From an optimization exercise on the open Yosys and OpenROAD flow, aimed at small area, a short achievable clock period and few clock cycles; shortcuts taken in it are not production practice. The RTL was checked by simulation tests, not by an equivalence proof against the original design. No activity file was given, so power comes from the tool's default toggle rates.

`flow/design.v`:
```
module fondant_enc (
    input  wire        clk,
    input  wire        rst,
    input  wire        cfg_commit,
    input  wire [2:0]  cfg_mode,
    input  wire [4:0]  cfg_k,
    input  wire [4:0]  cfg_kmin,
    input  wire [4:0]  cfg_kmax,
    input  wire [11:0] cfg_target,
    input  wire        start,
    output wire        start_ready,
    input  wire [4:0]  s_depth,
    input  wire [1:0]  s_plane,
    input  wire [3:0]  s_rows_m1,
    input  wire [5:0]  s_cols_m1,
    input  wire        pix_valid,
    output wire        pix_ready,
    input  wire [15:0] pix_data,
    output reg         word_valid,
    output reg  [31:0] word_data,
    output reg         done,
    output wire [63:0] done_hdr,
    output wire [15:0] done_code
);
    function lt21;
        input [20:0] a;
        input [20:0] b;
        integer k;
        reg r;
        begin
            r = 1'b0;
            for (k = 0; k < 21; k = k + 1)
                r = (~a[k] & b[k]) | ((~a[k] | b[k]) & r);
            lt21 = r;
        end
    endfunction
    reg               bud_r;     
    reg        [4:0]  kq;        
    reg        [4:0]  kmin_r;    
    reg        [4:0]  kmax_r;
    reg        [11:0] tgt_r;
    reg signed [19:0] bal;       
    reg        [9:0]  bfrac;     
    reg               cmt1;      
    reg        sr;               
    reg        busy;             
    assign start_ready = sr;
    assign pix_ready   = 1'b1;
    wire       st_x = start & sr;
    wire       fin1, fin2;
    wire       sr_nx = ~st_x & (sr | (fin1 & ~bud_r) | fin2);
    wire       bneg  = bal[19];
    wire       b_lt4 = bneg & ~lt21({2'b00, ~bal[18:0]}, {7'd0, tgt_r, 2'b00});
    wire       b_lt1 = bneg & ~lt21({2'b00, ~bal[18:0]}, {9'd0, tgt_r});
    wire       b_gt1 = ~bneg & lt21({9'd0, tgt_r}, {2'b00, bal[18:0]});
    wire [5:0] kup2 = {1'b0, kq} + 6'd2;
    wire [5:0] kup1 = {1'b0, kq} + 6'd1;
    reg  [4:0] k_sel;
    always @* begin
        k_sel = kq;
        if (cmt1)
            k_sel = kmin_r;
        else if (bud_r) begin
            if (b_lt4)
                k_sel = lt21({16'd0, kmax_r}, {15'd0, kup2}) ? kmax_r : kup2[4:0];
            else if (b_lt1)
                k_sel = lt21({16'd0, kmax_r}, {15'd0, kup1}) ? kmax_r : kup1[4:0];
            else if (b_gt1)
                k_sel = lt21({16'd0, kmin_r}, {16'd0, kq}) ? kq - 5'd1 : kmin_r;
        end
    end
    reg [4:0]  b_r;
    reg [1:0]  plane_r;
    reg [3:0]  rows_r;
    reg [5:0]  cols_r;
    reg [5:0]  cols_o;       
    reg [4:0]  b_o;
    reg [1:0]  plane_o;
    reg [3:0]  rows_o;
    reg [15:0] mq_r;         
    reg [4:0]  bb_r;         
    wire [5:0] w = {kq, 1'b1};
    reg [15:0] in_r;
    reg        in_v, in_m;
    reg [15:0] maxv;
    integer mi;
    always @* for (mi = 0; mi < 16; mi = mi + 1) maxv[mi] = (mi < s_depth);
    function [10:0] dstep;           
        input [5:0] rem_i;
        input [4:0] xb;
        input integer n;
        input [5:0] wv;
        reg   [5:0] rem;
        reg   [4:0] q;
        reg   [6:0] t;
        reg   [7:0] d;
        integer j;
        begin
            rem = rem_i;
            q   = 5'd0;
            for (j = 4; j >= 0; j = j - 1) begin
                if (j < n) begin
                    t    = {rem, xb[j]};
                    d    = {1'b0, t} - {2'b00, wv};
                    q[j] = ~d[7];
                    rem  = d[7] ? t[5:0] : d[5:0];
                end
            end
            dstep = {q, rem};
        end
    endfunction
    reg [5:0]  s1_rem, s2_rem, s3_rem;
    reg [4:0]  s1_q;
    reg [8:0]  s2_q;
    reg [12:0] s3_q;
    reg [10:0] s1_x;
    reg [6:0]  s2_x;
    reg [2:0]  s3_x;
    reg        s1_v, s1_m, s2_v, s2_m, s3_v, s3_m;
    wire [10:0] d1 = dstep(6'd0,   in_r[15:11],         5, w);
    wire [10:0] d2 = dstep(s1_rem, {1'b0, s1_x[10:7]},  4, w);
    wire [10:0] d3 = dstep(s2_rem, {1'b0, s2_x[6:3]},   4, w);
    wire [10:0] d4 = dstep(s3_rem, {2'b00, s3_x[2:0]},  3, w);
    wire [15:0] cx  = {s3_q, d4[8:6]};
    wire        adv = s3_v & ~s3_m;      
    reg [15:0] lb [0:63];
    wire [15:0] up_rd = lb[{3'b000, ~cols_r[2:0]}];
    integer li;
    always @(posedge clk) begin
        if (adv) begin
            for (li = 0; li < 63; li = li + 1) begin
                if ((li % 8) == 7 && (li / 8) == cols_r[5:3])
                    lb[li] <= cx;
                else
                    lb[li] <= lb[li + 1];
            end
            lb[63] <= cx;
        end
    end
    reg [15:0] c_r, u_r, pred_r;
    reg        p_v, p_first, p_last;
    reg [3:0]  ic;
    reg [5:0]  jc;
    wire       row0n = (ic == 4'd0);
    wire       col0n = (jc == 6'd0);
    wire lt_dl = lt21({5'd0, u_r}, {5'd0, c_r});
    wire lt_du = lt21({5'd0, u_r}, {5'd0, up_rd});
    wire lt_ld = lt21({5'd0, c_r}, {5'd0, u_r});
    wire lt_ud = lt21({5'd0, up_rd}, {5'd0, u_r});
    wire lt_lu = lt21({5'd0, c_r}, {5'd0, up_rd});
    reg [15:0] pred_n;
    always @* begin
        if (row0n)
            pred_n = c_r;
        else if (col0n)
            pred_n = up_rd;
        else if (~lt_dl & ~lt_du)
            pred_n = lt_lu ? c_r : up_rd;
        else if (~lt_ld & ~lt_ud)
            pred_n = lt_lu ? up_rd : c_r;
        else
            pred_n = c_r + up_rd - u_r;
    end
    wire [16:0] dd   = {1'b0, c_r} - {1'b0, pred_r};
    wire        sgn  = dd[16];
    wire [15:0] yy   = sgn ? ~dd[15:0] : dd[15:0];
    wire [15:0] hh   = {1'b0, mq_r[15:1]};
    wire        inr  = lt21({4'd0, yy, 1'b0}, {4'd0, hh, ~(sgn & ~mq_r[0])});
    wire [15:0] vv   = inr ? yy : (mq_r - yy);
    wire [15:0] mval = p_first ? c_r : {vv[14:0], sgn ^ ~inr};
    reg [15:0] m_r;
    reg        r_v, r_first, r_last;
    reg [20:0] acnt;         
    reg [4:0]  ncnt;         
    reg [3:0]  r_r;          
    reg [4:0]  pc;           
    reg [10:0] wcnt;         
    reg [14:0] nb;           
    reg        alleq;
    reg        initp;
    wire [15:0] msh  = m_r >> r_r;
    wire        esc  = |msh[15:4];
    wire        nrm  = ~r_first & ~esc;
    wire [4:0]  rp   = nrm ? {1'b0, r_r} : bb_r;          
    wire [4:0]  n1   = r_first ? 5'd0 : esc ? 5'd16 : {1'b0, msh[3:0]};    
    wire [5:0]  flen = {1'b0, n1} + {5'd0, nrm} + {1'b0, rp};
    wire [6:0]  total = {2'b00, pc} + {1'b0, flen};
    wire [5:0]  e1   = {1'b0, pc} + {1'b0, n1};
    reg  [15:0] mm;
    integer mj;
    always @* for (mj = 0; mj < 16; mj = mj + 1) mm[mj] = m_r[mj] & (mj < rp);
    wire [21:0] a_add = {1'b0, acnt} + {6'd0, m_r};
    reg  [20:0] a_nx;
    reg  [4:0]  n_nx;
    always @* begin
        if (initp) begin
            a_nx = ({5'd0, mq_r} + 21'd33) >> 6;
            if (a_nx < 21'd2) a_nx = 21'd2;
            n_nx = 5'd1;
        end else if (r_v && !r_first) begin
            if (ncnt == 5'd31) begin
                a_nx = a_add[21:1];
                n_nx = 5'd16;
            end else begin
                a_nx = a_add[20:0];
                n_nx = ncnt + 5'd1;
            end
        end else begin
            a_nx = acnt;
            n_nx = ncnt;
        end
    end
    reg [15:0] cond;
    reg [20:0] hiz, nzl;
    reg [3:0]  r_nx;
    integer ri;
    always @* begin
        hiz[20] = ~a_nx[20];
        for (ri = 19; ri >= 0; ri = ri - 1) hiz[ri] = hiz[ri+1] & ~a_nx[ri];
        nzl[0] = 1'b0;
        for (ri = 1; ri < 21; ri = ri + 1) nzl[ri] = nzl[ri-1] | a_nx[ri-1];
        for (ri = 0; ri < 16; ri = ri + 1)
            cond[ri] = ((ri + 5 > 20) ? 1'b1 : hiz[ri+5]) &
                       lt21({15'd0, a_nx[ri +: 5], nzl[ri]}, {15'd0, n_nx, 1'b1});
        r_nx = bb_r[3:0] - 4'd1;
        for (ri = 15; ri >= 0; ri = ri - 1)
            if (cond[ri] && ri < bb_r) r_nx = ri[3:0];
    end
    reg [4:0] bb_s;
    integer bi;
    always @* begin
        bb_s = 5'd1;
        for (bi = 1; bi < 16; bi = bi + 1)
            if (mq_r[bi]) bb_s = bi[4:0] + 5'd1;
    end
    reg [15:0] q_mm;
    reg [4:0]  q_t;          
    reg [5:0]  q_e1;
    reg [4:0]  q_pc;
    reg        q_emit, q_v, q_last;
    reg [30:0] acc;          
    wire [31:0] rot = {16'd0, q_mm, 16'd0, q_mm} >> q_t;
    reg  [31:0] wcur, wnxt;
    integer pi;
    always @* begin
        for (pi = 0; pi < 32; pi = pi + 1) begin
            wcur[31-pi] = ((pi < 31) ? acc[30-pi] : 1'b0)
                        | ((pi >= q_pc) & ((pi < q_e1) | rot[31-pi]));
            wnxt[31-pi] = (pi < q_pc) & (((pi + 32) < q_e1) | rot[31-pi]);
        end
    end
    reg        fin1_r, fin2_r;
    assign fin1 = fin1_r;
    assign fin2 = fin2_r;
    reg        bal_pend;
    reg [15:0] first_code;
    wire [10:0] words_fin = wcnt;
    wire [9:0]  raw_w     = nb[14:5];
    wire        coded     = ~lt21({11'd0, raw_w}, {10'd0, words_fin});
    wire [9:0]  len_fin   = alleq ? 10'd1 : coded ? words_fin[9:0] : raw_w;
    reg [9:0] len_r;
    reg [1:0] form_r;
    reg [4:0] hk_r;
    wire signed [19:0] size_fin = {8'd0, len_r, 2'b00} + 20'sd8;
    wire signed [19:0] bal_sum  = bal - size_fin;
    wire signed [19:0] bal_lim  = {2'b00, tgt_r, 6'd0};
    wire [12:0]        negt     = -{1'b0, tgt_r};
    wire               sum_hi   = ~bal_sum[19] & lt21({3'd0, bal_lim[17:0]}, {2'd0, bal_sum[18:0]});
    wire               sum_lo   = bal_sum[19] & ~lt21({2'd0, ~bal_sum[18:0]}, {3'd0, bal_lim[17:0]});
    wire signed [19:0] bal_new  = sum_hi ? bal_lim :
                                  sum_lo ? {{1{negt[12]}}, negt, 6'd0} : bal_sum;
    reg [15:0] code_o;
    assign done_hdr  = {2'b00, cols_o, 4'h0, rows_o, 16'h0000,
                        6'd0, len_r, 1'b0, plane_o, b_o, hk_r, 1'b0, form_r};
    assign done_code = code_o;
    always @(posedge clk) begin
        in_r <= busy ? pix_data : maxv;
        s1_rem <= d1[5:0];
        s1_q   <= d1[10:6];
        s1_x   <= in_r[10:0];
        s2_rem <= d2[5:0];
        s2_q   <= {s1_q, d2[9:6]};
        s2_x   <= s1_x[6:0];
        s3_rem <= d3[5:0];
        s3_q   <= {s2_q, d3[9:6]};
        s3_x   <= s2_x[2:0];
        pred_r  <= pred_n;
        p_first <= row0n & col0n;
        p_last  <= (ic == rows_r) && (jc == cols_r);
        if (adv) begin
            c_r     <= cx;
            u_r     <= up_rd;
            if (jc == cols_r) begin
                jc <= 6'd0;
                ic <= ic + 4'd1;
            end else
                jc <= jc + 6'd1;
        end
        if (s3_v & s3_m)
            mq_r <= cx;
        if (p_v && p_first)
            first_code <= c_r;
        m_r     <= mval;
        r_first <= p_first;
        r_last  <= p_last;
        acnt <= a_nx;
        ncnt <= n_nx;
        r_r  <= r_nx;
        if (initp)
            bb_r <= bb_s;
        q_mm   <= mm;
        q_t    <= total[4:0];
        q_e1   <= e1;
        q_pc   <= pc;
        q_emit <= total[6] | total[5];
        q_last <= r_last;
        if (r_v) begin
            {bal, bfrac} <= {bal, bfrac} + {18'd0, tgt_r};
            nb <= nb + {10'd0, b_r};
            if (!r_first && m_r != 16'd0)
                alleq <= 1'b0;
            pc <= total[4:0];
            if ((pc == 5'd0) | total[6] | (total[5] & (total[4:0] != 5'd0)))
                wcnt <= wcnt + 11'd1;
        end
        if (q_v) begin
            if (q_emit)
                acc <= wnxt[31:1];
            else
                acc <= wcur[31:1];
        end
        word_data <= fin1 ? {acc, 1'b0} : wcur;
        len_r  <= len_fin;
        form_r <= alleq ? 2'd2 : coded ? 2'd0 : 2'd1;
        hk_r   <= (alleq || coded) ? kq : 5'd0;
        if (fin2) begin
            bal   <= bal_new;
            bfrac <= 10'd0;
        end
        cols_o  <= cols_r;
        b_o     <= b_r;
        plane_o <= plane_r;
        rows_o  <= rows_r;
        code_o  <= first_code;
        if (!busy) begin
            b_r     <= s_depth;
            plane_r <= s_plane;
            rows_r  <= s_rows_m1;
            cols_r  <= s_cols_m1;
            ic      <= 4'd0;
            jc      <= 6'd0;
            pc      <= 5'd0;
            acc     <= 31'd0;
            wcnt    <= 11'd0;
            nb      <= 15'd31;
            alleq   <= 1'b1;
        end
        if (st_x | cmt1)
            kq <= k_sel;
        if (cmt1) begin
            bal   <= 20'sd0;
            bfrac <= 10'd0;
        end
        if (rst) begin
            sr         <= 1'b1;
            busy       <= 1'b0;
            in_v       <= 1'b0;
            in_m       <= 1'b0;
            s1_v       <= 1'b0;
            s1_m       <= 1'b0;
            s2_v       <= 1'b0;
            s2_m       <= 1'b0;
            s3_v       <= 1'b0;
            s3_m       <= 1'b0;
            p_v        <= 1'b0;
            r_v        <= 1'b0;
            q_v        <= 1'b0;
            fin1_r     <= 1'b0;
            fin2_r     <= 1'b0;
            initp      <= 1'b0;
            cmt1       <= 1'b0;
            word_valid <= 1'b0;
            done       <= 1'b0;
            bud_r      <= 1'b0;
            kq         <= 5'd0;
        end else begin
            in_v  <= st_x | pix_valid;
            in_m  <= st_x;
            s1_v  <= in_v;
            s1_m  <= in_m;
            s2_v  <= s1_v;
            s2_m  <= s1_m;
            s3_v  <= s2_v;
            s3_m  <= s2_m;
            p_v   <= adv;
            r_v   <= p_v;
            q_v   <= r_v;
            fin1_r <= q_v & q_last;
            fin2_r <= fin1 & bud_r;
            initp <= s3_v & s3_m;
            cmt1  <= cfg_commit;
            word_valid <= (q_v & q_emit) | (fin1 & (pc != 5'd0));
            done  <= fin1;
            sr   <= sr_nx;
            busy <= ~sr_nx;
            if (cfg_commit) begin
                bud_r  <= (cfg_mode == 3'd4);
                kmin_r <= (cfg_mode == 3'd2) ? cfg_k :
                          (cfg_mode == 3'd4) ? cfg_kmin : 5'd0;
                kmax_r <= cfg_kmax;
                tgt_r  <= cfg_target;
            end
        end
    end
endmodule
```
`flow/flow/run.sh`:
```
#!/bin/bash
# Standard ORFS layout (the standard.sh) with three changes, all passed
# as ORFS variables:
#  - ports buffered with buf_2 instead of the default delay buffer
#  - clock tree: larger sink clusters, no dummy loads
#  - timing repair asked to leave 27.6 ns of setup slack (the SDC is unchanged)
export BUFFER_PORTS_ARGS="-buffer_cell sky130_fd_sc_hd__buf_2"
export CTS_ARGS="-sink_clustering_enable -repair_clock_nets -dont_use_dummy_load -sink_clustering_size 24 -sink_clustering_max_diameter 80"
export SETUP_SLACK_MARGIN=27.6
bash standard.sh > standard.log 2>&1
```
`flow/standard.sh`:
```
#!/bin/bash
# synth_recipe.tcl (not shown) runs the flow's synth.tcl, then flattens the netlist and writes it again
# the make line also repeats each setting of config.mk as NAME=value (left out here)
make -C /OpenROAD-flow-scripts/flow DESIGN_CONFIG=/design/flow/config.mk WORK_HOME=/design/flow/orfs CLKGATE_MAP_FILE= SYNTH_SCRIPT=/design/flow/synth_recipe.tcl "${@:-finish}"
```
`flow/config.mk`:
```
export PLATFORM = sky130hd
export DESIGN_NAME = fondant_enc
export DESIGN_NICKNAME = fondant_enc
export VERILOG_FILES = /design/flow/design.v
export SDC_FILE = /design/flow/constraint.sdc
export NUM_CORES = 4
export LEC_CHECK = 0
export CAP_MARGIN = 20
export CORE_MARGIN = 2
export CORE_UTILIZATION = 40
export PLACE_DENSITY = 0.6
export SLEW_MARGIN = 20
```
`flow/constraint.sdc`:
```
create_clock -name core_clock -period 36.0 [get_ports {clk}]
set_input_delay 7.2000 -clock core_clock [delete_from_list [all_inputs] [get_ports {clk}]]
set_output_delay 7.2000 -clock core_clock [all_outputs]
set_load 0.01 [all_outputs]
```
==> flow_summary.yaml, run 1 <==
status:
  run_status: "no timing/DRC/antenna violations"
setup_path:
  arrival_ns: 1.26
  crit_cells: 1
  startpoint_type: "flip-flop"
  critical_path_peak_fanout: 1
  crit_chain: "buf_6"
  crit_family: "flip-flops"
  cpPeakStageDelay_ns: 0.43
  ff2ff_path_depth: 38
  slowest_stage: "dfxtp_4"
  crit_path_end_kind: "output pin"
  required_ns: 28.80
  crit_type: "flip-flop to output pin"
  worst-path-buf-inv: 1
worst_hold_path:
  min_path_cells: 0
  worstHoldPathType: "flip-flop to flip-flop"
timing:
  setup_viol_count_final: 0
  rsz0062_at_grt: "true"
  hold_viol: 0
  maxSlewViolCount: 0
  max_freq_mhz: 118.2
  tightest_slew_ns: 1.114
  finalCriticalPeriod_ns: 8.458
  setup-tns-final_ns: 0
  fin_crit_sh: 0.2349
  skew_ns: 0.07684
  timing.slew.headroom: 0.2511
cells_and_area:
  syn_to_final_growth_pct: 8.981
  drive_gt1_frac: 0.1146
  nFillCells: 15330
  fin_cells: 7901
  nets: 6016
power_and_ir_drop:
  power_density_mw_per_mm2: 59.20
  p_leak_nw: 26.75
  max-vdd-ir-drop_uv: 116.5
die:
  core_mm2: 0.1691
  start_util: 0.4022
  die_y_um: 416.4
  die_w_um: 416.4
  io_pins: 184
  std_cell_rows: 151
  dieArea_mm2: 0.1734
logic_synthesis:
  syn-cell-area_mm2: 0.06802
  yosysWarnings: 2
  synth_async_sr_flop_share: 0
  avgSynthCellArea_um2: 12.19
  ys_seq_area_frac: 0.6081
  synthDistinctLibCells: 109
  yosys_register_bits: 1508
  synth_edf_count: 1116
  ys.flop_type: "edfxtp_1"
  synthCells: 5578
job:
  cap_viol_max_count: 0
drt:
  dr.pass1.iters: 7
  remaining_drc_errors: 0
  final_antenna_net_count: 0
  via_per_inst: 5.528
  finalWirelength_mm: 166.2
  initialDrtViolationCount: 4045
  wire_per_inst_um: 21.04
  vias: 43680
clock_tree:
  cts_tree: "done"
  cts_hold_buf: 0
  cts-buffers-inserted: 91
  clock_sinks: 1508
  root_buffer: "clkbuf_16"
  worstSkewPairLatency_ns: 0.73
  path_clk_slew_ns: 0.09
  cts.path.max_buffers: 3
  htree_levels: 3
placed_design:
  gp_congestion: 0.8875
  dp.cells: 7777
  dp_hpwl_mm: 114.3
  portBuffers: 152
global_route:
  grt_max_degree: 301
  grt-ovfl-total: 0
  grt_pass1_vias: 41550
  grt_antenna_before_repair: 9
  track_usage: 0.1871
  grt_pass1_wl_mm: 251.8
[logic make-up (layout without fill, tap and decap cells)]
kind of cell    after synthesis  in the layout  synth area share
buf+inv                     632            706           0.03732
mux                         252            252           0.04170
other cells                   2             33         0.0001104
flops                      1508           1508            0.6081
fa+ha+maj                   312            312           0.06039
simple gates               1272           1272           0.08852
xor+xnor                    216            216           0.02781
compound gates             1384           1384            0.1361
[synthesized netlist by cell type, drive strengths merged (101+ instances only)]
cell	count	share of area
dfxtp	392	0.12
clkbuf	191	0.011
nand2	321	0.018
nor2	418	0.023
nor3	101	0.0076
xnor2	153	0.020
a21oi	382	0.028
ha	222	0.041
inv	353	0.019
o21ai	261	0.019
mux2	141	0.023
edfxtp	1116	0.49
[stage by stage]
stage / hold slack (ns) / utilization / area [µm²] / worst slack [ns] / power (mW)
after floorplan: 0.3096 / - / 68150 / 27.62 / 3.099
after global placement: 0.3102 / 0.4204 / 71090 / 26.50 / 3.360
after detailed placement: 0.3121 / 0.4206 / 71120 / 26.40 / 3.397
after CTS: 0.2786 / 0.4367 / 73830 / 27.47 / 4.404
after global routing: 0.2757 / 0.4384 / 74120 / 27.51 / 4.654
final: 0.2767 / 0.4384 / 74130 / 27.54 / 4.388
[final cells by class]
type,count,area (µm²),area share
clock buffers,91,2277,0.03072
inverters,362,1391,0.01877
multi-input cells,3468,24370,0.3288
well taps,2218,2775,0.03744
flip-flops and latches,1508,41440,0.5591
repair inverters,1,5.005,0.00006752
repair buffers,252,1857,0.02505
diodes,1,2.502,0.00003376
[per-layer routing]
metal  GRT usage  vias to the layer above  routed length (µm)
li1            -                    20730                   -
met1      0.2633                    21660               76270
met2      0.3064                     1084               78690
met3     0.02022                      203                6929
met4     0.05325                        2                4336
met5           0                        -                  13
[timing repair]
action | 4_1_cts | 5_1_grt
gates cloned | 1 | 0
pin swaps | 3 | 4
endpoints found under the setup margin | 85 | 72
resized for setup | 87 | 38
buffers inserted | 18 | 12
[power by group]
part	switching (mW)	leakage [nW]	internal, mW
clock network	0.538	1.12	0.447
logic	0.750	12.3	0.656
registers	0.0616	13.4	1.94
total	1.35	26.7	3.04
[path summary, 6_finish.rpt]
| path | from | to | slack (ns) |
|---|---|---|---|
| worst max-delay path | done$_SDFF_PP0_ | done | 27.54 |
| worst min-delay path | s1_x[6]$_DFF_P_ | s2_x[6]$_DFF_P_ | 0.28 |
| worst max register to register | kq[1]$_SDFFE_PP0P_ | s1_rem[0]$_DFF_P_ | 28.14 |
| worst min register to register | s1_x[6]$_DFF_P_ | s2_x[6]$_DFF_P_ | 0.28 |
[flip-flops by register name, indices dropped and copies added (netlist names), 20 cells and up]
| signal | count |
|---|---|
| acc | 31 |
| word_data | 32 |
| lb | 1024 |
| bal | 20 |
| acnt | 21 |
[layout by cell type, fill, tap and decap left out, types with 42 or more instances in the layout]
master	n
mux2_2	141
nor3_1	98
a21o_1	79
ha_1	222
mux2i_1	99
buf_2	107
buf_6	48
o211ai_1	45
edfxtp_1	1116
o21ai_0	244
a31oi_1	54
o22ai_1	50
nor2_1	417
dfxtp_1	342
nor2b_1	62
a211oi_1	57
a21oi_1	381
clkbuf_16	91
fa_1	42
xnor2_1	150
inv_1	347
nand3_1	89
nand2_1	319
buf_4	94
xor2_1	61
Testbench counts, summed over its fixed seeds: cycles 330,768.
==> run 2, diff against run 1 <==
--- a/flow/design.v
+++ b/flow/design.v
@@ -233,20 +233,16 @@
         for (bi = 1; bi < 16; bi = bi + 1)
             if (mq_r[bi]) bb_s = bi[4:0] + 5'd1;
     end
-    reg [15:0] q_mm;
-    reg [4:0]  q_t;          
-    reg [5:0]  q_e1;
-    reg [4:0]  q_pc;
-    reg        q_emit, q_v, q_last;
     reg [30:0] acc;          
-    wire [31:0] rot = {16'd0, q_mm, 16'd0, q_mm} >> q_t;
+    wire        emit = total[6] | total[5];
+    wire [31:0] rot = {16'd0, mm, 16'd0, mm} >> total[4:0];
     reg  [31:0] wcur, wnxt;
     integer pi;
     always @* begin
         for (pi = 0; pi < 32; pi = pi + 1) begin
             wcur[31-pi] = ((pi < 31) ? acc[30-pi] : 1'b0)
-                        | ((pi >= q_pc) & ((pi < q_e1) | rot[31-pi]));
-            wnxt[31-pi] = (pi < q_pc) & (((pi + 32) < q_e1) | rot[31-pi]);
+                        | ((pi >= pc) & ((pi < e1) | rot[31-pi]));
+            wnxt[31-pi] = (pi < pc) & (((pi + 32) < e1) | rot[31-pi]);
         end
     end
     reg        fin1_r, fin2_r;
@@ -308,12 +304,6 @@
         r_r  <= r_nx;
         if (initp)
             bb_r <= bb_s;
-        q_mm   <= mm;
-        q_t    <= total[4:0];
-        q_e1   <= e1;
-        q_pc   <= pc;
-        q_emit <= total[6] | total[5];
-        q_last <= r_last;
         if (r_v) begin
             {bal, bfrac} <= {bal, bfrac} + {18'd0, tgt_r};
             nb <= nb + {10'd0, b_r};
@@ -323,8 +313,8 @@
             if ((pc == 5'd0) | total[6] | (total[5] & (total[4:0] != 5'd0)))
                 wcnt <= wcnt + 11'd1;
         end
-        if (q_v) begin
-            if (q_emit)
+        if (r_v) begin
+            if (emit)
                 acc <= wnxt[31:1];
             else
                 acc <= wcur[31:1];
@@ -374,7 +364,6 @@
             s3_m       <= 1'b0;
             p_v        <= 1'b0;
             r_v        <= 1'b0;
-            q_v        <= 1'b0;
             fin1_r     <= 1'b0;
             fin2_r     <= 1'b0;
             initp      <= 1'b0;
@@ -394,12 +383,11 @@
             s3_m  <= s2_m;
             p_v   <= adv;
             r_v   <= p_v;
-            q_v   <= r_v;
-            fin1_r <= q_v & q_last;
+            fin1_r <= r_v & r_last;
             fin2_r <= fin1 & bud_r;
             initp <= s3_v & s3_m;
             cmt1  <= cfg_commit;
-            word_valid <= (q_v & q_emit) | (fin1 & (pc != 5'd0));
+            word_valid <= (r_v & emit) | (fin1 & (pc != 5'd0));
             done  <= fin1;
             sr   <= sr_nx;
             busy <= ~sr_nx;
==> run 2 against run 1 <==
Against the previous run: die area down 1.5%; wire length decreased by 2.9%; non-clock buffer count decreased by 10; via count shrank 1.4%; still clean on timing, DRC and antenna; critical path type unchanged; sequential cell count fell by 35; combinational power barely moved.
==> flow_summary.yaml, run 2 <==
cells_and_area:
  largest_reg_flops: 1024
  syn_to_final_growth_pct: 8.913
  layout_commonest_cell: "edfxtp_1"
  post-route-cell-area_mm2: 0.07296
  layout_common_cells: "edfxtp_1 (1,116), nor2_1 (416), a21oi_1 (344), nand2_1 (334)"
  fin_cells: 7774
  top_register: "lb"
  top_regs: "lb x1024, word_data x32, acc x31"
  drive_gt1_frac: 0.1180
  post-route-util: 0.4378
  nets: 5901
worst_hold_path:
  worstHoldPathType: "flip-flop to flip-flop"
  hold_start: "s2_q[3]$_DFF_P_"
  hold_end: "s3_q[7]$_DFF_P_"
  min_path_cells: 0
setup_path:
  required_ns: 28.80
  r2r-end: "s2_rem[5]$_DFF_P_"
  crit_chain: "buf_6"
  ff2ff_path_depth: 31
  r2r-start: "kq[4]$_SDFFE_PP0P_"
  critical_path_peak_fanout: 2
  arrival_ns: 1.25
  worst-path-buf-inv: 1
  slowest_stage: "dfxtp_2"
  cpPeakStageDelay_ns: 0.38
  crit_family: "flip-flops"
  crit_path_end_kind: "output pin"
  crit_type: "flip-flop to output pin"
  r2r_slack_ns: 28.24
  startpoint_type: "flip-flop"
placed_design:
  post-place-ws_ns: 27.17
  portBuffers: 152
  dp_hpwl_mm: 111.3
  dp.cells: 7664
  dpl_cell_area_mm2: 0.07016
  gp_congestion: 0.9099
clock_tree:
  worstSkewPairLatency_ns: 0.77
  path_clk_slew_ns: 0.09
  htree_levels: 3
  cts.path.max_buffers: 3
  root_buffer: "clkbuf_16"
  cts_tree: "done"
  cts_hold_buf: 0
  clock_sinks: 1473
  cts-buffers-inserted: 87
drt:
  initialDrtViolationCount: 4223
  final_antenna_net_count: 0
  dr.pass1.iters: 6
  finalWirelength_mm: 161.4
  via_per_inst: 5.539
  wire_per_inst_um: 20.77
  vias: 43060
  remaining_drc_errors: 0
die:
  start_util: 0.4020
  io_pins: 184
  dieArea_mm2: 0.1708
  core_mm2: 0.1667
  die_y_um: 413.2
  std_cell_rows: 150
  die_w_um: 413.2
global_route:
  grt-ovfl-total: 0
  grt_max_degree: 156
  track_usage: 0.1856
  grt_pass1_vias: 40650
  grt_pass1_wl_mm: 245.6
  grt_antenna_before_repair: 6
logic_synthesis:
  ys.flop_type: "edfxtp_1"
  synthDistinctLibCells: 122
  synthCells: 5454
  synth.top_cell.area_share: 0.5003
  synth_edf_count: 1116
  ys_seq_area_frac: 0.6069
  yosys_register_bits: 1473
  ys_top_cells_by_count: "edfxtp_1 (1,116), nor2_1 (416), dfxtp_1 (357)"
  avgSynthCellArea_um2: 12.28
  synth_top_area_cell: "edfxtp_1"
  ys_top_cells_by_area: "edfxtp_1 (50%), dfxtp_1 (11%), ha_1 (4.1%)"
  yosysWarnings: 2
  syn-cell-area_mm2: 0.06699
  synth_async_sr_flop_share: 0
  synth.most_common_cell: "edfxtp_1"
timing:
  finalCriticalPeriod_ns: 8.450
  tightest_slew_ns: 1.082
  whs_ns: 0.2702
  setup_viol_count_final: 0
  fin_crit_sh: 0.2347
  maxSlewViolCount: 0
  max_freq_mhz: 118.4
  skew_ns: 0.1066
  worst_slack_ns: 27.55
  rsz0062_at_grt: "true"
  hold_viol: 0
  timing.slew.headroom: 0.2717
  setup-tns-final_ns: 0
power_and_ir_drop:
  p_leak_nw: 25.92
  fin_total_pwr_mw: 4.324
  power_density_mw_per_mm2: 59.27
  max-vdd-ir-drop_uv: 122.2
job:
  cap_viol_max_count: 0
status:
  run_status: "no timing/DRC/antenna violations"
[run 2: cells by family after synthesis]
| group | Yosys count | share of synthesized area |
|---|---|---|
| compound gates | 1341 | 0.1332 |
| simple gates | 1282 | 0.09036 |
| other cells | 2 | 0.0001121 |
| fa+ha+maj | 325 | 0.06328 |
| xor+xnor | 233 | 0.03074 |
| flops | 1473 | 0.6069 |
| mux | 232 | 0.04087 |
| buf+inv | 566 | 0.03448 |
[run 2: worst max-delay path by stage]
| stage | cells past startpoint | start | to | slack (ns) |
|---|---|---|---|---|
| 6_report | 1 | len_r[0]$_SDFF_PP1_ | done_hdr[16] | 27.55 |
| 5_1_grt | 1 | len_r[0]$_SDFF_PP1_ | done_hdr[16] | 27.52 |
| 4_1_cts | 1 | len_r[0]$_SDFF_PP1_ | done_hdr[16] | 27.49 |
| 3_5_place_dp | 37 | kq[1]$_SDFFE_PP0P_ | s1_rem[4]$_DFF_P_ | 27.17 |
| 3_3_place_gp | 37 | kq[1]$_SDFFE_PP0P_ | s1_rem[4]$_DFF_P_ | 27.18 |
| 2_1_floorplan | 37 | kq[0]$_SDFFE_PP0P_ | s1_rem[4]$_DFF_P_ | 27.63 |
[run 2: routing by layer]
metal	wire length, µm	track usage	share of wire
met4	3930	0.05223	0.024
met5	0	0	0
met1	76400	0.2739	0.47
met3	8755	0.02421	0.054
met2	72370	0.2858	0.45
[run 2: repair_timing]
item	in CTS	in global routing
setup buffers	12	8
resized for setup	94	41
pin swaps	3	5
endpoints found under the setup margin	88	89
gates cloned	0	0
[run 2: cell type report]
cell class                      instances  area (µm²)
Multi-Input combinational cell       3445       24290
Fill cell                           15350       93700
Tap cell                             2204        2758
Inverter                              320        1232
Sequential cell                      1473       40740
Timing Repair Buffer                  242        1754
Antenna cell                            3       7.507
Clock buffer                           87        2177
[run 2: report_power, final]
group / internal [mW] / switching [mW]
Combinational: 0.665 / 0.748
Clock: 0.428 / 0.525
Sequential: 1.90 / 0.0622
Total: 2.99 / 1.33
Testbench counts of run 2, summed over its fixed seeds: cycles 330,448.
==> run 3, diff against run 2 <==
--- a/flow/config.mk
+++ b/flow/config.mk
@@ -5,8 +5,9 @@
 export SDC_FILE = /design/flow/constraint.sdc
 export NUM_CORES = 4
 export LEC_CHECK = 0
+export ABC_AREA = 1
 export CAP_MARGIN = 20
 export CORE_MARGIN = 2
-export CORE_UTILIZATION = 40
-export PLACE_DENSITY = 0.6
+export CORE_UTILIZATION = 65
+export PLACE_DENSITY = 0.8
 export SLEW_MARGIN = 20
==> run 3 against run 2 <==
Against the previous run: still clean on timing, DRC and antenna; synthesized area is 2.2% lower; combinational power is 38% higher; sequential power hardly changed; critical path type unchanged; highest routed layer is now met5.
==> flow_summary.yaml, run 3 <==
cells_and_area:
  nets: 6611
  top_register: "lb"
  layout_commonest_cell: "nand2_1"
  fin_cells: 7576
  seq_area_mm2: 0.04069
  nFillCells: 7159
  post-route-cell-area_mm2: 0.06968
  syn_to_final_growth_pct: 6.315
  largest_reg_flops: 1024
  layout_common_cells: "nand2_1 (1,174), edfxtp_1 (1,116), inv_1 (674), o21ai_0 (585), dfxtp_1 (341)"
  top_regs: "lb x1024, word_data x32, acc x31"
  drive_gt1_frac: 0.06675
  multi_input_area_mm2: 0.02147
setup_path:
  crit_chain: "buf_2"
  cpPeakStageDelay_ns: 0.38
  worst-path-buf-inv: 1
  crit_family: "flip-flops"
  required_ns: 28.80
  slowest_stage: "dfxtp_4"
  critical_path_peak_fanout: 2
  crit_type: "flip-flop to output pin"
  arrival_ns: 1.16
  startpoint_type: "flip-flop"
  crit_path_end_kind: "output pin"
timing:
  whs_ns: 0.3166
  skew_ns: 0.06381
  timing.slew.headroom: 0.3030
  max_freq_mhz: 119.6
  tightest_slew_ns: 1.046
  setup-tns-final_ns: 0
  rsz0062_at_grt: "false"
  finalCriticalPeriod_ns: 8.359
  setup_viol_count_final: 0
  maxSlewViolCount: 0
  fin_crit_sh: 0.2322
  hold_viol: 0
placed_design:
  dpl_cell_area_mm2: 0.06753
  gp_congestion: 0.9612
  portBuffers: 152
  dp.cells: 7489
  dp_hpwl_mm: 102.6
power_and_ir_drop:
  power_density_mw_per_mm2: 69.04
  max-vdd-ir-drop_uv: 149.1
  p_leak_nw: 27.17
drt:
  vias: 44890
  finalWirelength_mm: 152.9
  via_per_inst: 5.925
  remaining_drc_errors: 0
  dr.pass1.iters: 6
  initialDrtViolationCount: 5099
  wire_per_inst_um: 20.18
  final_antenna_net_count: 0
logic_synthesis:
  syn-cell-area_mm2: 0.06554
  yosysWarnings: 2
  synthCells: 6159
  yosys_register_bits: 1473
  ys_top_cells_by_area: "edfxtp_1 (51%), dfxtp_1 (11%), nand2_1 (6.8%)"
  ys.flop_type: "edfxtp_1"
  synth.most_common_cell: "nand2_1"
  synth_async_sr_flop_share: 0
  ys_top_cells_by_count: "nand2_1 (1,179), edfxtp_1 (1,116), inv_1 (680)"
  avgSynthCellArea_um2: 10.64
  synth_edf_count: 1116
  synth.top_cell.area_share: 0.5113
  synth_top_area_cell: "edfxtp_1"
  synthDistinctLibCells: 78
  ys_seq_area_frac: 0.6204
worst_hold_path:
  worstHoldPathType: "flip-flop to flip-flop"
global_route:
  grt_max_degree: 223
  grt_antenna_before_repair: 3
  track_usage: 0.2914
  grt_pass1_vias: 42400
  grt_pass1_wl_mm: 234.3
  grt-ovfl-total: 0
die:
  std_cell_rows: 116
  dieArea_mm2: 0.1034
  die_w_um: 321.5
  die_y_um: 321.5
  core_mm2: 0.1000
  io_pins: 184
  start_util: 0.6554
clock_tree:
  cts_tree: "done"
  htree_levels: 3
  root_buffer: "clkbuf_16"
  clock_sinks: 1473
  cts-buffers-inserted: 77
  cts_hold_buf: 0
  cts.path.max_buffers: 3
  path_clk_slew_ns: 0.08
  worstSkewPairLatency_ns: 0.66
status:
  run_status: "no timing/DRC/antenna violations"
job:
  cap_viol_max_count: 0
-- run 3: metal layers --
layer / part of all wire / up-vias / GRT usage / routed length (µm)
li1: - / 21410 / - / -
met1: 0.42 / 21380 / 0.4072 / 64830
met2: 0.47 / 1800 / 0.4761 / 71640
met3: 0.071 / 293 / 0.03804 / 10780
met4: 0.037 / 2 / 0.09813 / 5586
met5: 0.000059 / - / 0 / 9
-- run 3: logic make-up after synthesis --
logic type / after synthesis / synth area share
AO/OA/AOI/OAI: 1357 / 0.1192
XOR/XNOR: 198 / 0.02646
adder cells (fa/ha/maj): 264 / 0.05521
buffers and inverters: 918 / 0.05523
flip-flops: 1473 / 0.6204
multiplexers: 4 / 0.0006491
other: 2 / 0.0001146
AND/OR/NAND/NOR: 1943 / 0.1227
-- run 3: stage by stage --
| stage | util | worst slack, ns | power [mW] |
|---|---|---|---|
| after floorplan | - | 17.53 | 3.425 |
| after CTS | 0.6948 | 27.57 | 4.702 |
| after detailed placement | 0.6753 | 27.23 | 3.803 |
| after global placement | 0.6753 | 27.29 | 3.726 |
| final | 0.6968 | 27.64 | 4.810 |
| after global routing | 0.6967 | 27.52 | 5.145 |
-- run 3: worst paths after layout --
kind,to,depth (start not counted),startpoint,slack (ns)
worst min-delay path,code_o[12]$_DFF_P_,0,first_code[12]$_DFFE_PP_,0.32
worst max-delay path,done_hdr[16],1,len_r[0]$_SDFF_PP1_,27.64
worst min register to register,code_o[12]$_DFF_P_,0,first_code[12]$_DFFE_PP_,0.32
worst max register to register,s3_rem[0]$_DFF_P_,44,kq[1]$_SDFFE_PP0P_,28.16
-- run 3: cell type report --
| cell class | instances | area share |
|---|---|---|
| multi-input cells | 3798 | 0.3081 |
| diodes | 1 | 0.00003591 |
| inverters | 719 | 0.03888 |
| clock buffers | 77 | 0.02765 |
| repair inverters | 1 | 0.00007183 |
| repair buffers | 209 | 0.01798 |
| flip-flops and latches | 1473 | 0.5840 |
| well taps | 1298 | 0.02331 |
-- run 3: worst register-to-register path, delay by kind of cell (launching register included) --
kind | cells | cell delay [ns]
compound gates | 17 | 3.29
simple gates | 14 | 1.60
fa+ha+maj | 4 | 1.28
buf+inv | 8 | 1.10
flops | 1 | 0.37
xor+xnor | 1 | 0.13
-- run 3: where the power goes --
part           switching (mW)  internal [mW]
clock network           0.501          0.382
logic                    1.18          0.767
registers              0.0546           1.92
total                    1.74           3.07
-- run 3: repair_timing --
| item | CTS | global route |
|---|---|---|
| resized for setup | 12 | 36 |
| cloned | 0 | 1 |
| setup endpoints to repair | 9 | 27 |
| buffers inserted | 0 | 6 |
| pin swaps | 0 | 2 |
==> run 4, diff against run 3 <==
==> flow/flow/run.sh (replaced) <==
#!/bin/bash
# Standard ORFS layout (the standard.sh, same synthesis script and
# registers) with these changes, all passed as ORFS variables:
#  - synthesis: no separate full/half-adder mapping (ABC maps the adders)
#  - ports buffered with buf_2 instead of the default delay buffer
#  - clock tree: larger sink clusters, no dummy loads
#  - timing repair asked to leave 27.6 ns of setup slack (the SDC is unchanged)
export ADDER_MAP_FILE=
export BUFFER_PORTS_ARGS="-buffer_cell sky130_fd_sc_hd__buf_2"
export CTS_ARGS="-sink_clustering_enable -repair_clock_nets -dont_use_dummy_load -sink_clustering_size 24 -sink_clustering_max_diameter 80"
export SETUP_SLACK_MARGIN=27.6
bash standard.sh > standard.log 2>&1
==> run 4 against run 3 <==
Against the previous run: synthesized area fell by 1.3%; clock skew barely moved; clock power shrank 2%; core utilization decreased by 0.23 points; sequential cell count did not move; non-clock buffer count fell by 15; critical path type unchanged; largest cell class unchanged.
==> flow_summary.yaml, run 4 <==
status:
  run_status: "no timing/DRC/antenna violations"
power_and_ir_drop:
  power_density_mw_per_mm2: 62.65
  p_seq_frac: 0.456
  max-vdd-ir-drop_uv: 103.7
  power_frac_clock: 0.202
  p_int_mw: 2.752
  swShare: 0.3573
  p_comb_frac: 0.342
  p_leak_nw: 27.24
  p_sw_mw: 1.530
timing:
  hold_viol: 0
  fin_crit_sh: 0.2327
  skew_ns: 0.06426
  maxSlewViolCount: 0
  finalCriticalPeriod_ns: 8.377
  max_freq_mhz: 119.4
  timing.slew.headroom: 0.2607
  setup-tns-final_ns: 0
  setup_viol_count_final: 0
  rsz0062_at_grt: "true"
  worst_slack_ns: 27.62
  tightest_slew_ns: 1.106
die:
  core_mm2: 0.09842
  die_y_um: 319.4
  dieArea_mm2: 0.1020
  std_cell_rows: 115
  start_util: 0.6569
  die_w_um: 319.4
  io_pins: 184
logic_synthesis:
  synthCells: 6573
  synth.most_common_cell: "nand2_1"
  yosysWarnings: 2
  ys_top_cells_by_count: "nand2_1 (1,568), edfxtp_1 (1,116), inv_1 (721)"
  synth.top_cell.area_share: 0.5183
  synth_async_sr_flop_share: 0
  ys_top_cells_by_area: "edfxtp_1 (52%), dfxtp_1 (11%), nand2_1 (9.1%)"
  synthDistinctLibCells: 86
  synth_top_area_cell: "edfxtp_1"
  avgSynthCellArea_um2: 9.836
  ys.flop_type: "edfxtp_1"
  yosys_register_bits: 1473
  syn-cell-area_mm2: 0.06465
  ys_seq_area_frac: 0.6289
  synth_edf_count: 1116
clock_tree:
  cts_hold_buf: 0
  path_clk_slew_ns: 0.09
  root_buffer: "clkbuf_16"
  worstSkewPairLatency_ns: 0.66
  cts-buffers-inserted: 75
  clock_sinks: 1473
  cts_tree: "done"
  cts.path.max_buffers: 3
  htree_levels: 3
cells_and_area:
  fin_cells: 7935
  multi_input_area_mm2: 0.02019
  top_regs: "lb x1024, word_data x32, acc x31"
  drive_gt1_frac: 0.06831
  top_register: "lb"
  post-route-util: 0.6945
  seq_area_mm2: 0.04067
  largest_reg_flops: 1024
  nFillCells: 7267
  layout_commonest_cell: "nand2_1"
  layout_common_cells: "nand2_1 (1,568), edfxtp_1 (1,116), inv_1 (719), nor2_1 (569), o21ai_0 (540)"
  nets: 6716
  syn_to_final_growth_pct: 5.715
global_route:
  track_usage: 0.2945
  grt_max_degree: 196
  grt_pass1_wl_mm: 234.8
  grt_pass1_vias: 42630
  grt_antenna_before_repair: 4
  grt-ovfl-total: 0
job:
  cap_viol_max_count: 0
setup_path:
  crit_chain: "buf_2"
  required_ns: 28.80
  critical_path_peak_fanout: 7
  worst-path-buf-inv: 1
  crit_cells: 1
  crit_family: "flip-flops"
  cpPeakStageDelay_ns: 0.38
  ff2ff_path_depth: 31
  crit_path_end_kind: "output pin"
  crit_type: "flip-flop to output pin"
  arrival_ns: 1.18
  slowest_stage: "dfxtp_4"
  startpoint_type: "flip-flop"
placed_design:
  post-place-ws_ns: 27.07
  dp.cells: 7857
  gp_congestion: 0.9686
  portBuffers: 152
  dp_hpwl_mm: 104.2
drt:
  wire_per_inst_um: 19.22
  vias: 46160
  initialDrtViolationCount: 5183
  dr.pass1.iters: 6
  final_antenna_net_count: 0
  remaining_drc_errors: 0
  via_per_inst: 5.817
  finalWirelength_mm: 152.5
worst_hold_path:
  worstHoldPathType: "flip-flop to flip-flop"
  min_path_cells: 0
-- run 4: cell count changes in the layout (fill, tap and decap cells not counted), sizes merged, moves of 19 or more --
| cell | delta |
|---|---|
| nand3 | +35 |
| a31oi | +19 |
| nand2 | +422 |
| nor2 | +246 |
| fa | -42 |
| or2 | +26 |
| inv | +53 |
| ha | -222 |
| a21oi | -32 |
| o21ai | -68 |
-- run 4: final cells by class --
class | count | share of cell area
clock buffer | 75 | 0.02746
multi-input combinational | 4141 | 0.2953
timing repair buffer | 194 | 0.01635
tap | 1287 | 0.02356
inverter | 763 | 0.04214
antenna | 2 | 0.00007322
sequential | 1473 | 0.5951
-- run 4: power groups by stage --
| stage | clock network, mW | registers, mW | logic (mW) |
|---|---|---|---|
| final | 0.867 | 1.95 | 1.46 |
| after global placement | 0 | 1.99 | 1.39 |
| after global routing | 0.932 | 1.96 | 1.65 |
| after detailed placement | 0 | 1.99 | 1.44 |
| after floorplan | 0 | 1.97 | 1.16 |
| after CTS | 0.881 | 1.95 | 1.45 |
-- run 4: per-stage QoR --
stage          hold slack [ns]  cell area (µm²)  power, mW
2_1_floorplan           0.3096            64780      3.139
3_3_place_gp            0.3120            66440      3.380
3_5_place_dp            0.3121            66440      3.430
4_1_cts                 0.3314            68330      4.285
5_1_grt                 0.3453            68350      4.543
6_report                0.3335            68350      4.282
-- run 4: worst paths after layout --
path / slack (ns) / from / to
worst min-delay path: 0.33 / s2_q[2]$_DFF_P_ / s3_q[6]$_DFF_P_
worst max register to register: 29.43 / kq[1]$_SDFFE_PP0P_ / lb[23][0]$_DFFE_PP_
worst max-delay path: 27.62 / len_r[1]$_SDFF_PP0_ / done_hdr[17]
worst min register to register: 0.33 / s2_q[2]$_DFF_P_ / s3_q[6]$_DFF_P_
-- run 4: per-layer routing --
metal / vias up / part of all wire / track usage
met3: 275 / 0.081 / 0.04223
met2: 1905 / 0.46 / 0.4693
met5: - / 0 / 0
met4: 0 / 0.033 / 0.09916
li1: 22270 / - / -
met1: 21710 / 0.43 / 0.4193
-- run 4: cell families after synthesis --
family / count (synthesis) / share of synthesized area
other cells: 2 / 0.0001162
buf+inv: 989 / 0.06138
compound gates: 1248 / 0.1111
mux: 4 / 0.0006193
xor+xnor: 180 / 0.02514
flops: 1473 / 0.6289
simple gates: 2677 / 0.1728
-- run 4: repair_timing --
| action | CTS | global route |
|---|---|---|
| gates cloned | 0 | 0 |
| setup endpoints to repair | 6 | 2 |
| gates resized for setup | 6 | 2 |
| buffers inserted | 1 | 0 |
==> run 5, diff against run 4 <==
--- a/flow/design.v
+++ b/flow/design.v
@@ -47,8 +47,8 @@
     assign start_ready = sr;
     assign pix_ready   = 1'b1;
     wire       st_x = start & sr;
-    wire       fin1, fin2;
-    wire       sr_nx = ~st_x & (sr | (fin1 & ~bud_r) | fin2);
+    wire       fin1, fin2, last_r;
+    wire       sr_nx = ~st_x & (sr | (last_r & ~bud_r) | fin2);
     wire       bneg  = bal[19];
     wire       b_lt4 = bneg & ~lt21({2'b00, ~bal[18:0]}, {7'd0, tgt_r, 2'b00});
     wire       b_lt1 = bneg & ~lt21({2'b00, ~bal[18:0]}, {9'd0, tgt_r});
@@ -248,6 +248,7 @@
     reg        fin1_r, fin2_r;
     assign fin1 = fin1_r;
     assign fin2 = fin2_r;
+    assign last_r = r_v & r_last;
     reg        bal_pend;
     reg [15:0] first_code;
     wire [10:0] words_fin = wcnt;
==> run 5 against run 4 <==
Against the previous run: still clean on timing, DRC and antenna; worst setup slack gained 0.030 ns; combinational power decreased by 3%; first-iteration DRC count grew 5.9%; synthesized area down 0.13%; critical endpoint unchanged.
==> flow_summary.yaml, run 5 <==
timing:
  fin_crit_sh: 0.2319
  setup-tns-final_ns: 0
  rsz0062_at_grt: "false"
  worst_slack_ns: 27.65
  skew_ns: 0.06561
  max_freq_mhz: 119.8
  maxSlewViolCount: 0
  hold_viol: 0
  timing.slew.headroom: 0.2482
  tightest_slew_ns: 1.128
  finalCriticalPeriod_ns: 8.347
  whs_ns: 0.3275
  setup_viol_count_final: 0
clock_tree:
  cts-buffers-inserted: 77
  cts_hold_buf: 0
  worstSkewPairLatency_ns: 0.68
  clock_sinks: 1473
  cts.path.max_buffers: 3
  cts_tree: "done"
  htree_levels: 3
  path_clk_slew_ns: 0.09
  root_buffer: "clkbuf_16"
power_and_ir_drop:
  p_comb_frac: 0.333
  p_leak_nw: 27.25
  power_frac_clock: 0.208
  p_seq_frac: 0.459
  power_density_mw_per_mm2: 62.14
  p_int_mw: 2.742
  fin_total_pwr_mw: 4.244
  p_sw_mw: 1.502
  max-vdd-ir-drop_uv: 91.14
  swShare: 0.3539
logic_synthesis:
  synth.top_cell.area_share: 0.5190
  synth_top_area_cell: "edfxtp_1"
  yosys_register_bits: 1473
  avgSynthCellArea_um2: 9.816
  synth_edf_count: 1116
  synth-simple-area-share: 0.1683
  synth_xor_xnor_area_share: 0.02426
  ys_seq_area_frac: 0.6297
  synth_top_family_by_area: "simple AND/OR/NAND/NOR gates"
  ys_top_cells_by_area: "edfxtp_1 (52%), dfxtp_1 (11%), nand2_1 (8.9%)"
  synthCells: 6578
  synth_adder_area_share: 0.0001550
  synth.most_common_cell: "nand2_1"
  ys_top_cells_by_count: "nand2_1 (1,525), edfxtp_1 (1,116), inv_1 (734)"
  ys.flop_type: "edfxtp_1"
  synthDistinctLibCells: 70
  yosysWarnings: 2
  syn-cell-area_mm2: 0.06457
  synth_async_sr_flop_share: 0
  synth-compound-area-share: 0.1149
  synthMuxAreaShare: 0.0003100
cells_and_area:
  layout_common_cells: "nand2_1 (1,525), edfxtp_1 (1,116), inv_1 (733), o21ai_0 (616), nor2_1 (558)"
  post-route-cell-area_mm2: 0.06830
  largest_reg_flops: 1024
  seq_area_mm2: 0.04067
  top_register: "lb"
  nets: 6725
  top_regs: "lb x1024, word_data x32, acc x31"
  n_antenna_cell: 0
  post-route-util: 0.6940
  fin_cells: 7942
  drive_gt1_frac: 0.06446
  syn_to_final_growth_pct: 5.780
  layout_commonest_cell: "nand2_1"
  nFillCells: 7283
  multi_input_area_mm2: 0.02002
placed_design:
  dp_hpwl_mm: 104.0
  post-place-ws_ns: 27.11
  portBuffers: 152
  gp_congestion: 0.9645
  dp.cells: 7865
  dpl_cell_area_mm2: 0.06635
drt:
  wl_met1_mm: 63.53
  remaining_drc_errors: 0
  wire_per_inst_um: 19.26
  vias: 46440
  final_antenna_net_count: 0
  via_per_inst: 5.847
  dr.pass1.iters: 9
  top_layer: "met5"
  finalWirelength_mm: 153.0
  wl_met2_mm: 72.46
  initialDrtViolationCount: 5490
  wl_met3_mm: 10.72
die:
  io_pins: 184
  std_cell_rows: 115
  core_mm2: 0.09842
  start_util: 0.6561
  dieArea_mm2: 0.1019
  die_w_um: 319.2
  die_y_um: 319.2
status:
  run_status: "no timing/DRC/antenna violations"
setup_path:
  cp-startpoint: "len_r[1]$_SDFF_PP0_"
  worst-path-buf-inv: 1
  ff2ff_path_depth: 32
  crit_path_end_kind: "output pin"
  r2r-start: "kq[1]$_SDFFE_PP0P_"
  crit_type: "flip-flop to output pin"
  crit_family: "flip-flops"
  critical_path_peak_fanout: 6
  r2r_slack_ns: 29.74
  required_ns: 28.80
  cpPeakStageDelay_ns: 0.38
  arrival_ns: 1.15
  crit_chain: "buf_2"
  crit_cells: 1
  slowest_stage: "dfxtp_4"
  endpoint: "done_hdr[17]"
  r2r-end: "lb[55][0]$_DFFE_PP_"
  startpoint_type: "flip-flop"
global_route:
  grt_pass1_wl_mm: 235.0
  grt_antenna_before_repair: 4
  grt_pass1_vias: 43070
  grt-ovfl-total: 0
  grt_max_degree: 202
  track_usage: 0.2948
worst_hold_path:
  min_path_cells: 0
  hold_start: "first_code[2]$_DFFE_PP_"
  worstHoldPathType: "flip-flop to flip-flop"
job:
  cap_viol_max_count: 0
run 5: cell types whose count changed after synthesis, moves of 8 or more:
cell      change
o21ai_0      +77
nand2_1      -43
o21ai_1      -41
clkbuf_1     +17
buf_2        -16
inv_1        +13
nor2_1       -13
a22o_1       +11
a31oi_1      -11
nor3_1        +9
a21oi_1       -8
run 5: layout make-up:
type                            instances  area share
Clock buffer                           77     0.02821
Inverter                              782     0.04318
Multi-Input combinational cell       4128      0.2932
Sequential cell                      1473      0.5955
Tap cell                             1287     0.02358
Timing Repair Buffer                  195     0.01640
run 5: cell families (layout without fill, tap and decap cells):
| group | after synthesis | count (layout) |
|---|---|---|
| simple gates | 2623 | 2623 |
| buf+inv | 1007 | 1054 |
| xor+xnor | 178 | 178 |
| other cells | 2 | 32 |
| mux | 2 | 2 |
| compound gates | 1292 | 1292 |
| fa+ha+maj | 1 | 1 |
| flops | 1473 | 1473 |
run 5: what timing repair did:
action / 4_1_cts / 5_1_grt
buffers inserted: 0 / 0
endpoints found under the setup margin: 4 / 3
resized for setup: 4 / 2
hold endpoints to repair: 0 / 0
run 5: worst min path at each step:
stage,end
after floorplan,r_last$_DFF_P_
after global placement,s2_x[3]$_DFF_P_
after detailed placement,s2_x[0]$_DFF_P_
after CTS,code_o[2]$_DFF_P_
after global routing,code_o[7]$_DFF_P_
final,code_o[2]$_DFF_P_
run 5: power groups by stage:
stage / Sequential, mW / Clock, mW / Combinational [mW]
after floorplan: 1.98 / 0 / 1.13
after global placement: 1.98 / 0 / 1.35
after detailed placement: 1.99 / 0 / 1.39
after CTS: 1.95 / 0.901 / 1.40
after global routing: 1.96 / 0.949 / 1.60
final: 1.95 / 0.883 / 1.41
run 5: metal layers:
metal,GRT usage,vias to the layer above
met1,0.4024,21820
met4,0.1146,2
met3,0.03397,332
met2,0.4879,1953
li1,-,22330
met5,0,-
Testbench counts of run 5, summed over its fixed seeds: cycles 330,304.
==> run 6, diff against run 5 <==
--- a/flow/design.v
+++ b/flow/design.v
@@ -92,18 +92,17 @@
         input [5:0] wv;
         reg   [5:0] rem;
         reg   [4:0] q;
-        reg   [6:0] t;
-        reg   [7:0] d;
+        reg   [6:0] s;
         integer j;
         begin
             rem = rem_i;
             q   = 5'd0;
             for (j = 4; j >= 0; j = j - 1) begin
                 if (j < n) begin
-                    t    = {rem, xb[j]};
-                    d    = {1'b0, t} - {2'b00, wv};
-                    q[j] = ~d[7];
-                    rem  = d[7] ? t[5:0] : d[5:0];
+                    s    = {1'b0, rem} - {2'b00, wv[5:1]} - {6'd0, ~xb[j]};
+                    q[j] = lt21({16'd0, wv[5:1]}, {15'd0, rem}) |
+                           ((rem == {1'b0, wv[5:1]}) & xb[j]);
+                    rem  = q[j] ? {s[4:0], ~xb[j]} : {rem[4:0], xb[j]};
                 end
             end
             dstep = {q, rem};
==> run 6 against run 5 <==
Against the previous run: hold slack gained 0.0040 ns; critical path depth stayed put; critical endpoint is now done_code[14]; largest power group unchanged; clock skew decreased by 0.0040 ns; core utilization fell by 0.094 points; first-iteration DRC count decreased by 2.5%; cell count down 0.63%; die area fell by 0.42%; sequential cell count is the same.
==> flow_summary.yaml, run 6 <==
timing:
  max_freq_mhz: 119.7
  setup-tns-final_ns: 0
  finalCriticalPeriod_ns: 8.357
  timing.slew.headroom: 0.2720
  setup_viol_count_final: 0
  hold_viol: 0
  fin_crit_sh: 0.2321
  tightest_slew_ns: 1.092
  maxSlewViolCount: 0
  rsz0062_at_grt: "false"
  skew_ns: 0.06161
placed_design:
  dp_hpwl_mm: 105.7
  portBuffers: 152
  gp_congestion: 0.9631
clock_tree:
  clock_sinks: 1473
  path_clk_slew_ns: 0.09
  cts-buffers-inserted: 75
  worstSkewPairLatency_ns: 0.67
  cts_hold_buf: 0
  root_buffer: "clkbuf_16"
  cts.path.max_buffers: 3
  cts_tree: "done"
  htree_levels: 3
cells_and_area:
  top_register: "lb"
  drive_gt1_frac: 0.06525
  multi_input_area_mm2: 0.01988
  nFillCells: 7240
  syn_to_final_growth_pct: 5.932
  layout_common_cells: "nand2_1 (1,500), edfxtp_1 (1,116), inv_1 (730), nor2_1 (587), o21ai_0 (570)"
  top_regs: "lb x1024, word_data x32, acc x31"
  seq_area_mm2: 0.04068
  n_antenna_cell: 0
  layout_commonest_cell: "nand2_1"
  nets: 6675
  largest_reg_flops: 1024
logic_synthesis:
  yosysWarnings: 2
  synth.most_common_cell: "nand2_1"
  ys_top_cells_by_area: "edfxtp_1 (52%), dfxtp_1 (11%), nand2_1 (8.8%)"
  synthCells: 6522
  syn-cell-area_mm2: 0.06429
  synth.top_cell.area_share: 0.5212
  synth_top_area_cell: "edfxtp_1"
  ys_top_cells_by_count: "nand2_1 (1,501), edfxtp_1 (1,116), inv_1 (730)"
  avgSynthCellArea_um2: 9.858
  ys.flop_type: "edfxtp_1"
  synth_async_sr_flop_share: 0
  yosys_register_bits: 1473
  synth_edf_count: 1116
  ys_seq_area_frac: 0.6324
  synthDistinctLibCells: 76
setup_path:
  crit_type: "flip-flop to output pin"
  crit_family: "flip-flops"
  cpPeakStageDelay_ns: 0.35
  required_ns: 28.80
  slowest_stage: "dfxtp_1"
  r2r-start: "cols_r[2]$_DFFE_PN_"
  worst-path-buf-inv: 1
  crit_path_end_kind: "output pin"
  startpoint_type: "flip-flop"
  arrival_ns: 1.16
  crit_chain: "buf_2"
  critical_path_peak_fanout: 1
  cp-startpoint: "code_o[14]$_DFF_P_"
power_and_ir_drop:
  p_int_mw: 2.504
  swShare: 0.2999
  p_seq_frac: 0.540
  power_frac_clock: 0.242
  max-vdd-ir-drop_uv: 53.35
  fin_total_pwr_mw: 3.578
  p_comb_frac: 0.218
  p_leak_nw: 27.27
  p_sw_mw: 1.073
  power_density_mw_per_mm2: 52.53
drt:
  initialDrtViolationCount: 5352
  via_per_inst: 5.856
  wire_per_inst_um: 19.46
  finalWirelength_mm: 153.6
  remaining_drc_errors: 0
  dr.pass1.iters: 6
  final_antenna_net_count: 0
  vias: 46220
die:
  die_w_um: 318.5
  std_cell_rows: 115
  die_y_um: 318.5
  io_pins: 184
  dieArea_mm2: 0.1014
  core_mm2: 0.09828
  start_util: 0.6542
global_route:
  grt_pass1_vias: 42740
  grt_antenna_before_repair: 2
  grt_most_used_layer: "met2"
  grt_max_degree: 220
  globalRouteMet1Util: 0.4160
  met3_usage: 0.03829
  grt_util_met2: 0.4848
  grt-ovfl-total: 0
  grt_pass1_wl_mm: 236.1
  track_usage: 0.2977
worst_hold_path:
  worstHoldPathType: "flip-flop to flip-flop"
  hold_start: "s2_q[2]$_DFF_P_"
status:
  run_status: "no timing/DRC/antenna violations"
job:
  cap_viol_max_count: 0
run 6: changes by cell type in the layout (fill, tap and decap cells not counted), sizes merged, moves of 17 or more:
cell	delta
nand2	-25
o21ai	-37
nor2	+20
o22ai	-17
nand3	+23
inv	-20
run 6: path summary, 6_finish.rpt:
path,end,slack (ns),depth (start not counted)
setup / recovery,done_code[14],27.64,1
hold / removal,s3_q[6]$_DFF_P_,0.33,0
setup reg to reg,pred_r[3]$_DFF_P_,29.12,29
hold reg to reg,s3_q[6]$_DFF_P_,0.33,0
run 6: kinds of logic after synthesis:
logic type,count (synthesis),share of synthesized area
XOR/XNOR,180,0.02505
buffers and inverters,986,0.06068
AO/OA/AOI/OAI,1216,0.1082
adder cells (fa/ha/maj),2,0.0003308
AND/OR/NAND/NOR,2656,0.1721
multiplexers,7,0.001109
other,2,0.0001168
flip-flops,1473,0.6324
run 6: power groups by stage:
stage               Clock, mW  Sequential, mW  Combinational (mW)
finish                  0.867            1.93               0.779
global route            0.932            1.94               0.877
CTS                     0.884            1.93               0.768
detailed placement          0            1.97               0.764
global placement            0            1.97               0.738
floorplan                   0            1.96               0.599
run 6: what timing repair did:
item | 4_1_cts | 5_1_grt
setup endpoints to repair | 7 | 8
setup buffers | 4 | 2
resized for setup | 8 | 6
run 6: final cells by class:
| type | count | share of cell area |
|---|---|---|
| multi-input cells | 4093 | 0.2919 |
| repair buffers | 207 | 0.01787 |
| well taps | 1287 | 0.02364 |
| flip-flops and latches | 1473 | 0.5972 |
| inverters | 757 | 0.04178 |
| clock buffers | 75 | 0.02756 |
run 6: per-stage QoR:
step	hold WS, ns	setup slack [ns]	cell area (µm²)	instances	utilization
after floorplan	0.3096	18.56	64420	6552	-
after global placement	0.3107	27.17	66150	7811	0.6731
after detailed placement	0.3121	27.53	66150	7811	0.6731
after CTS	0.3335	27.60	68070	7890	0.6926
after global routing	0.3361	27.60	68110	7892	0.6930
final	0.3315	27.64	68110	7892	0.6930
run 6: metal layers:
metal | vias up | routed length (µm)
met3 | 301 | 11110
li1 | 22150 | -
met4 | 0 | 5599
met2 | 1895 | 71850
met1 | 21870 | 65050
met5 | - | 0
Testbench counts of run 6, summed over its fixed seeds: cycles 330,304.

==> re-timing with driven ports <==
The flow's constraints put no driver on any port. The routed layouts listed below were extracted and timed again, unchanged, in two steps. Step 1 (the two cells are an assumption about what drives the block):
set clk [get_ports {clk}]
set_driving_cell -lib_cell sky130_fd_sc_hd__clkbuf_16 $clk
set_driving_cell -lib_cell sky130_fd_sc_hd__buf_2 [delete_from_list [all_inputs] $clk]
Step 2 moves the port delays by t, midway between the first and last clock arrival at a register: inputs arrive t later, outputs are due t later. That takes back most of the time a late clock gives input paths. Slacks: ideal / step 1 / step 2; pairs: ideal / step 1.
run | t (ns) | setup WS [ns] | worst setup path at the end
run 1 | 0.778 | 27.542 / 27.460 / 27.251 | input to register
run 2 | 0.795 | 27.551 / 27.460 / 27.311 | input to register
run 3 | 0.720 | 27.641 / 27.562 / 27.544 | input to register
run 4 | 0.717 | 27.623 / 27.550 / 27.478 | input to register
run 5 | 0.718 | 27.653 / 27.580 / 27.439 | input to register
run 6 | 0.728 | 27.643 / 27.565 / 27.500 | input to register
After both steps setup and hold are still met in every run listed. For run 1, which loses most, drivers alone change the setup slack by -0.082 ns; drivers and shift together by -0.291 ns.
